Source: an optimization exercise on an open RTL-to-GDS flow (aim: small area and a short achievable clock period). Production flows keep margins and buffers that such runs may drop.
In this exercise RTL edits were held to simulation tests only and were not proved equivalent to the original.

==> build 88 <==
## fx_step_eval
module fx_step_eval #(
    parameter LANES = 16
) (
    input  wire                 clk,
    input  wire [31*LANES-1:0]  ins,    
    input  wire [8*LANES-1:0]   opv,    
    input  wire [2*LANES-1:0]   pv,     
    output reg  [2*LANES-1:0]   res,
    output reg  [2*LANES-1:0]   rch,
    output reg  [LANES-1:0]     ill,
    output reg  [LANES-1:0]     stg,
    output reg  [7:0]           trg     
);
export LEC_CHECK = 0
export CAP_MARGIN = 20
export CORE_MARGIN = 2
export CORE_UTILIZATION = 40
export SLEW_MARGIN = 20
export SYNTH_HIERARCHICAL = 1
create_clock -name core_clock -period 8.0 [get_ports {clk}]
standard.sh (not shown) runs the stock make flow with config.mk's settings and CLKGATE_MAP_FILE= SYNTH_SCRIPT=/design/flow/synth_recipe.tcl, a recipe that flattens the netlist after the stock synthesis.
==> flow/flow/run.sh <==
#!/bin/bash
# Standard synthesis, then every combinational cell set to its smallest size,
# then the standard layout with 1x buffers on the ports.
set -euo pipefail
RES=orfs/results/sky130hd/fx_step_eval/base
bash standard.sh synth > synth.log 2>&1
SYNTH_ODB=$RES/1_synth.odb openroad -no_init -exit flow/downsize.tcl > downsize.log 2>&1
bash standard.sh BUFFER_PORTS_ARGS="-buffer_cell sky130_fd_sc_hd__buf_1" finish > layout.log 2>&1
==> flow/flow/downsize.tcl <==
# Swap every combinational cell of the synthesized netlist for the smallest
# cell of its family (same function and pins, lowest drive strength), so that
# timing repair later upsizes only where the paths need it.
read_db $::env(SYNTH_ODB)
set db [ord::get_db]
set fam [dict create]
foreach lib [$db getLibs] {
  foreach m [$lib getMasters] {
    set n [$m getName]
    if {![regexp {^(sky130_fd_sc_hd__[a-z0-9]+)_([0-9]+)$} $n -> base drv]} continue
    if {[string match "*lpflow*" $n] || [string match "*probe*" $n]} continue
    set a [expr {[$m getWidth] * [$m getHeight]}]
    if {![dict exists $fam $base] || $a < [lindex [dict get $fam $base] 1]} {
      dict set fam $base [list $m $a]
    }
  }
}
set swapped 0
foreach inst [[[$db getChip] getBlock] getInsts] {
  set m [$inst getMaster]
  set n [$m getName]
  if {![regexp {^(sky130_fd_sc_hd__[a-z0-9]+)_([0-9]+)$} $n -> base drv]} continue
  if {[string match "*df*" $base] || [string match "*conb*" $base]} continue
  if {![dict exists $fam $base]} continue
  set nm [lindex [dict get $fam $base] 0]
  if {[$nm getName] ne $n} {
    $inst swapMaster $nm
    incr swapped
  }
}
puts "downsize: swapped $swapped cells"
write_db $::env(SYNTH_ODB)
==> trial 77 (differences from build 88) <==
==> flow/run.sh (new file) <==
#!/bin/bash
# synth_recipe.tcl (not shown) runs the flow's synth.tcl, then flattens the netlist and writes it again
# the make line also repeats each setting of config.mk as NAME=value (left out here)
make -C /OpenROAD-flow-scripts/flow DESIGN_CONFIG=/design/flow/config.mk WORK_HOME=/design/flow/orfs CLKGATE_MAP_FILE= SYNTH_SCRIPT=/design/flow/synth_recipe.tcl finish
removed: flow/flow/run.sh
removed: flow/flow/downsize.tcl
removed: flow/standard.sh
==> load_flow_metrics.sql <==
INSERT INTO impl_metrics (metric_group, metric, value, unit) VALUES
('logic_synthesis', 'syn_inst', '2456', ''),
('outcome', 'run_status', 'stopped before the end', ''),
('outcome', 'haltStage', '3_2_place_iop', ''),
('outcome', 'error_line', '[ERROR PPL-0024] Number of IO pins (761) exceeds maximum number of available positions (740). Increase the die perimeter from 824.10um to 1034.96um.', ''),
('floorplan', 'die_h', '206.0', 'um'),
('floorplan', 'effective_utilization_at_floorplan', '40.26', '%'),
('floorplan', 'die-width', '206.0', 'um'),
('logic_synthesis', 'mappedNetlistNets', '3113', ''),
('floorplan', 'rows', '74', ''),
('logic_synthesis', 'syn-mean-instance-area', '6.647', 'um2'),
('logic_synthesis', 'syn-cell-area', '16330', 'um2'),
('logic_synthesis', 'synthesis.yosys.warnings', '7', '');
(the above is from build 88)
==> load_flow_metrics.sql <==
INSERT INTO impl_metrics (metric_group, metric, value, unit) VALUES
('floorplan', 'die-width', '232.9', 'um'),
('logic_synthesis', 'syn-mean-instance-area', '8.532', 'um2'),
('logic_synthesis', 'syn_inst', '2456', ''),
('worst_hold_path', 'hold_depth', '2', ''),
('floorplan', 'die_h', '232.9', 'um'),
('setup_path', 'critical_path.n_buffers_inverters', '1', ''),
('finish', 'seq_area_share', '7.320', '%'),
('logic_synthesis', 'synthesis.yosys.warnings', '7', ''),
('logic_synthesis', 'ys_dominant_reg_cell', 'dfxtp_1', ''),
('logic_synthesis', 'mappedNetlistNets', '3113', ''),
('timing', 'final.period_utilization', '56.59', '%'),
('floorplan', 'rows', '83', ''),
('outcome', 'run_status', 'timing/DRC/antenna clean', ''),
('logic_synthesis', 'syn-cell-area', '20960', 'um2'),
('clocking', 'cts_hold_repair_buffers', '0', '');
(the above is from trial 77)

-- port drivers added, routing unchanged --
How much do the figures lean on ideal ports? The routed layout below was timed once more, with nothing changed but the port constraints. Step 1: set_driving_cell puts a clkbuf_16 on clk and a buf_2 on each other input, an assumption about the parent block. Step 2 times the ports against the registers' clock, not the clock port: input delays grow and output delays shrink by t, the midpoint of the rising clock arrivals with the driver on. Three values: ideal ports, drivers, drivers and shift; two values: the first two.
run: trial 77
t, ns: 0.460
slack for setup (ns): 3.473 / 3.496 / 3.036
hold WS [ns]: 1.709 / 1.679 / 2.139
worst register clock-pin slew, ns: 0.10 / 0.10
worst data-port slew with drivers (ns): 0.15
After both steps trial 77 still meets setup and hold. The setup slack of trial 77 moves by +0.023 ns with the drivers and by -0.437 ns with both steps.
